Context: an optimization exercise on an open-source flow, tuned for small area, a short achievable clock period and few clock cycles per item. The choices shown serve that exercise and are no tape-out recipe.
The RTL was checked by simulation tests, not by an equivalence proof against the original design.

Design chestnut_cordic, start of the top module:
module chestnut_cordic (
    input  wire        clk,
    input  wire        rst,
    input  wire        in_valid,
    output wire        in_ready,
    input  wire [23:0] in_re,
    input  wire [23:0] in_im,
    input  wire [3:0]  in_ash,
    output reg         out_valid,
    output reg  [23:0] out_phase,
    output reg  [15:0] out_amp,
    output reg         out_sat
);
Size in the first run: roughly 9,000 cells after synthesis, roughly 1,600 flip-flops, roughly 98 I/O pins, roughly 81,000 µm² of cells after synthesis.
clock: 12.0 ns
lec_check: 0
abc_area: 1
cap_margin: 20
core_margin: 2
core_utilization: 65
cts_cluster_diameter: 80
cts_cluster_size: 30
place_density: 0.75
slew_margin: 20
standard.sh (not shown) runs the stock make flow with config.mk's settings and CLKGATE_MAP_FILE= SYNTH_SCRIPT=/design/flow/synth_recipe.tcl, a recipe that flattens the netlist after the stock synthesis.
==> flow/flow/run.sh <==
#!/bin/bash
set -euo pipefail
MARGIN=8.6
SETUP_SLACK_MARGIN=$MARGIN MATCH_CELL_FOOTPRINT=0 bash standard.sh SETUP_SLACK_MARGIN=$MARGIN MATCH_CELL_FOOTPRINT=0 finish > standard_flow.log 2>&1
The starting point passed the timing, design-rule and antenna checks.
Testbench counts at the start, summed over its fixed seeds: cycles 12,200, items 12,000.
Next try:
==> flow/flow/run.sh (replaced) <==
#!/bin/bash
set -euo pipefail
MARGIN=8.0
SETUP_SLACK_MARGIN=$MARGIN bash standard.sh SETUP_SLACK_MARGIN=$MARGIN finish > standard_flow.log 2>&1
--- a/flow/config.mk
+++ b/flow/config.mk
@@ -7,3 +7,2 @@
 export LEC_CHECK = 0
-export ABC_AREA = 1
 export CAP_MARGIN = 20
@@ -11,4 +10,3 @@
 export CORE_UTILIZATION = 65
-export CTS_CLUSTER_DIAMETER = 80
-export CTS_CLUSTER_SIZE = 30
+export CTS_BUF_LIST = sky130_fd_sc_hd__clkbuf_4 sky130_fd_sc_hd__clkbuf_8
 export PLACE_DENSITY = 0.75
Outcome: Die area shrinks by 4.1%. Clock skew grows by 0.024 ns. Utilization grows by 2.2 points. Clock-buffer cell count grows by 280.

chestnut_cordic again, from the RTL that the note above started with.
Settings: LEC_CHECK=0, ABC_AREA=1, CAP_MARGIN=20, CORE_MARGIN=2, CORE_UTILIZATION=65, CTS_CLUSTER_DIAMETER=80, CTS_CLUSTER_SIZE=30, PLACE_DENSITY=0.75, SLEW_MARGIN=20; clock period 12.0 ns.
==> flow/flow/run.sh <==
#!/bin/bash
set -euo pipefail
MARGIN=8.8
SETUP_SLACK_MARGIN=$MARGIN MATCH_CELL_FOOTPRINT=0 bash standard.sh SETUP_SLACK_MARGIN=$MARGIN MATCH_CELL_FOOTPRINT=0 finish > standard_flow.log 2>&1
The first run finished with timing, DRC and antenna clean.
Testbench counts at the start, summed over its fixed seeds: cycles 12,200, items 12,000.
Rerun with:
==> flow/flow/run.sh (replaced) <==
#!/bin/bash
set -euo pipefail
MARGIN=8.4
SETUP_SLACK_MARGIN=$MARGIN bash standard.sh SETUP_SLACK_MARGIN=$MARGIN finish > standard_flow.log 2>&1
After rerunning: Sequential share of layout area came out higher by 1.6 points; area after synthesis does not change.
Rerun with:
==> flow/flow/run.sh (replaced) <==
#!/bin/bash
set -euo pipefail
MARGIN=9.2
SETUP_SLACK_MARGIN=$MARGIN MATCH_CELL_FOOTPRINT=0 bash standard.sh SETUP_SLACK_MARGIN=$MARGIN MATCH_CELL_FOOTPRINT=0 finish > standard_flow.log 2>&1
The changed run completed and failed the layout checks on max-capacitance violations, max-slew violations. Global-route usage is higher by 2.6 points. Wire length is higher by about a fifth. Clock-buffer cell count is higher by 7. First-iteration DRC count is higher by a quarter to a third. Utilization is higher by 9.2 points. Cell count is higher by a few percent.
Rerun with:
--- a/flow/flow/run.sh
+++ b/flow/flow/run.sh
@@ -3 +3 @@
-MARGIN=9.2
+MARGIN=8.3
- With this change the flow produced a clean layout
- design area decreases by 12%
- wire length decreases by 19%
- via count falls by 9.1%
- clock skew hardly moves
- count of clock-buffer cells in the layout fell by 9
- die area is unchanged
- first-iteration DRC count went down by 23%
- worst hold slack is better by 12 ps
- synthesized area does not change
- register-to-register slack improved by 130 ps

==> re-timing with driven ports <==
The results above use ideal ports. As a check the final layouts listed here were re-extracted and re-timed, cells and wires unchanged. Step 1: set_driving_cell puts a clkbuf_16 on clk and a buf_2 on each other input, an assumption about the parent block. Step 2 adds t to the input delays and takes it off the output delays; t is the mean of the earliest and latest rising clock arrival at the registers after step 1. Input paths then give back, and output paths get back, about the clock's delay inside the block. Slacks: ideal / step 1 / step 2; pairs: ideal / step 1.
| run | shift t [ns] | slack for setup (ns) | worst hold slack (ns) | clock arrival spread, ns | cell pins on the clock port's net |
|---|---|---|---|---|---|
| the first run of note 1 | 0.776 | 8.422 / 8.343 / 8.202 | 0.317 / 0.317 / 0.317 | 0.045 / 0.045 | 1 |
| the second run of note 1 | 0.999 | 7.645 / 7.645 / 7.645 | 0.294 / 0.294 / 0.294 | 0.064 / 0.064 | 1 |
| the first run of note 2 | 0.770 | 8.321 / 8.321 / 8.213 | 0.311 / 0.311 / 0.311 | 0.047 / 0.047 | 1 |
| the second run of note 2 | 0.758 | 8.370 / 8.370 / 8.111 | 0.314 / 0.314 / 0.314 | 0.046 / 0.047 | 1 |
| the third run of note 2 | 0.784 | 8.295 / 8.295 / 8.295 | 0.317 / 0.317 / 0.317 | 0.051 / 0.051 | 1 |
| the fourth run of note 2 | 0.767 | 8.411 / 8.335 / 8.151 | 0.328 / 0.328 / 0.328 | 0.041 / 0.040 | 1 |
For the fourth run of note 2, which loses most, drivers alone change the setup slack by -0.076 ns; drivers and shift together by -0.260 ns.
